What follows belongs to an exercise in optimizing a design on an open flow for small area, a short achievable clock period and few clock cycles per item; a production flow would make more cautious choices.
Function was checked by simulation only, so behaviour that the tests miss may differ from the original.

Design rail_law, start of the top module:
module rail_law (
    input  wire               clk,
    input  wire               rst,
    input  wire               start,
    input  wire               op_start,
    output wire               ready,
    output wire               done,
    input  wire signed [23:0] e_in,
    input  wire [15:0]        v_mv,
    input  wire [15:0]        vbus_mv,
    input  wire [17:0]        i_ma,
    input  wire [17:0]        ilim_ma,
    input  wire [23:0]        pin_mw,
    input  wire [23:0]        pshare_mw,
    input  wire               pshare_ok,
    input  wire [15:0]        tstage,
    input  wire [5:0]         n_act,
    input  wire               slam_en,
    input  wire               iloop_en,
    input  wire               ploop_en,
    input  wire               tloop_en,
    input  wire               vnorm,
    input  wire [1:0]         band_qual,
    input  wire [23:0]        band_out,
    input  wire [23:0]        band_in,
    input  wire [15:0]        slam_max,
    input  wire [15:0]        dmax,
    input  wire [15:0]        vbus_ref_mv,
    input  wire [9:0]         rloss,
    input  wire [15:0]        tlim,
    input  wire signed [31:0] b0,
    input  wire signed [31:0] b1,
    input  wire signed [31:0] b2,
    input  wire signed [31:0] a1,
    input  wire signed [31:0] a2,
    input  wire [31:0]        kp_i,
    input  wire [31:0]        ki_i,
    input  wire [31:0]        kp_p,
    input  wire [31:0]        ki_p,
    input  wire [31:0]        kp_t,
    input  wire [31:0]        ki_t,
    output wire [15:0]        d_rail,
    output reg  [1:0]         regime,
    output wire [1:0]         loop,
    output reg                armed,
    output reg  [15:0]        slam_frames,
    output reg  [31:0]        slam_events,
    output reg  [31:0]        slam_timeouts,
    output wire [31:0]        limit_frames
);
clock: 28.0 ns
lec_check: 0
cap_margin: 20
core_margin: 2
core_utilization: 40
place_density: 0.6
slew_margin: 20
run.sh (not shown) runs the stock make flow with config.mk's settings and CLKGATE_MAP_FILE= SYNTH_SCRIPT=/design/flow/synth_recipe.tcl, a recipe that flattens the netlist after the stock synthesis.
Testbench counts at the start, summed over its fixed seeds: cycles 121,620, frames 9,600.
Edit:
==> flow/flow/run.sh (new file) <==
#!/bin/bash
# The standard layout (standard.sh), with plain buffers in place of the
# default delay-cell buffers on the input and output ports: every port still
# gets its buffer. The output of the run goes to standard.log here.
set -e
export BUFFER_PORTS_ARGS="-buffer_cell sky130_fd_sc_hd__buf_2"
echo 'export BUFFER_PORTS_ARGS = -buffer_cell sky130_fd_sc_hd__buf_2' >> config.mk
bash standard.sh > standard.log 2>&1
==> flow/standard.sh (new file) <==
#!/bin/bash
# synth_recipe.tcl (not shown) runs the flow's synth.tcl, then flattens the netlist and writes it again
# the make line also repeats each setting of config.mk as NAME=value (left out here)
make -C /OpenROAD-flow-scripts/flow DESIGN_CONFIG=/design/flow/config.mk WORK_HOME=/design/flow/orfs CLKGATE_MAP_FILE= SYNTH_SCRIPT=/design/flow/synth_recipe.tcl "${@:-finish}"
--- a/flow/config.mk
+++ b/flow/config.mk
@@ -12 +12,2 @@
 export SLEW_MARGIN = 20
+export BUFFER_PORTS_ARGS = -buffer_cell sky130_fd_sc_hd__buf_2
removed: flow/run.sh
=>
- via count stays flat
- sequential cell count does not change
- wire length drops by 3.3%

---

the baseline:
rail_law, a different RTL version from the one above (not shown whole).
Size: roughly 8800 cells after synthesis, about 700 flip-flops, ~780 I/O pins, about 74000 µm² of cells after synthesis.
==> flow/config.mk <==
export PLATFORM = sky130hd
export DESIGN_NAME = rail_law
export DESIGN_NICKNAME = rail_law
export VERILOG_FILES = /design/flow/design.v
export SDC_FILE = /design/flow/constraint.sdc
export NUM_CORES = 4
export LEC_CHECK = 0
export CAP_MARGIN = 20
export CORE_MARGIN = 2
export CORE_UTILIZATION = 40
export PLACE_DENSITY = 0.7
export SLEW_MARGIN = 20
export BUFFER_PORTS_ARGS = -buffer_cell sky130_fd_sc_hd__buf_2
==> flow/constraint.sdc <==
create_clock -name core_clock -period 28.0 [get_ports {clk}]
set_input_delay 5.6000 -clock core_clock [delete_from_list [all_inputs] [get_ports {clk}]]
set_output_delay 5.6000 -clock core_clock [all_outputs]
set_load 0.01 [all_outputs]
standard.sh (not shown) runs the stock make flow with config.mk's settings and CLKGATE_MAP_FILE= SYNTH_SCRIPT=/design/flow/synth_recipe.tcl, a recipe that flattens the netlist after the stock synthesis.
==> flow/flow/run.sh <==
#!/bin/bash
# The standard layout (standard.sh), with plain buffers in place of the
# default delay-cell buffers on the input and output ports: every port still
# gets its buffer. The output of the run goes to standard.log here.
set -e
export BUFFER_PORTS_ARGS="-buffer_cell sky130_fd_sc_hd__buf_2"
echo 'export BUFFER_PORTS_ARGS = -buffer_cell sky130_fd_sc_hd__buf_2' >> config.mk
bash standard.sh > standard.log 2>&1
Testbench counts of the baseline, summed over its fixed seeds: cycles 130,653, frames 9,600.
diff inputs: the baseline => the candidate
- a change of PLACE_DENSITY from 0.7 to 0.6
Notes after the runs:
As far as H-tree level count goes, the candidate and the baseline are indistinguishable; the numbers are identical. Aggregate routed wire length for the candidate: about 1.2% down relative to the baseline.

[static timing again, ports no longer ideal]
No port has a modelled driver above. Below, the same layouts with a new extraction and two added sets of constraints.
Step 1, drivers: a clkbuf_16 drives clk and a buf_2 each remaining input, both assumed.
Step 2, shift: input delay + t, output delay - t, t = (earliest + latest rising clock arrival at the registers) / 2. This alone moves slack from input paths to output paths.
Slacks: ideal ports / drivers / drivers and shift; pairs: ideal ports / drivers.
run | t (ns) | slack for setup (ns) | worst hold slack (ns) | latest minus earliest clock arrival (ns) | slew at the worst register clock pin (ns)
the first run of note 1 | 0.855 | 16.532 / 16.424 / 16.907 | 0.448 / 0.448 / 0.448 | 0.042 / 0.042 | 0.07 / 0.07
the second run of note 1 | 0.849 | 16.959 / 16.851 / 17.377 | 0.457 / 0.457 / 0.457 | 0.038 / 0.038 | 0.07 / 0.07
the baseline | 0.795 | 18.148 / 18.148 / 17.569 | 0.473 / 0.473 / 0.473 | 0.057 / 0.056 | 0.07 / 0.07
the candidate | 0.801 | 18.534 / 18.551 / 17.787 | 0.463 / 0.463 / 0.463 | 0.059 / 0.059 | 0.07 / 0.07
After both steps setup and hold are still met in every run listed. For the candidate, which loses most, drivers alone change the setup slack by +0.017 ns; drivers and shift together by -0.747 ns.
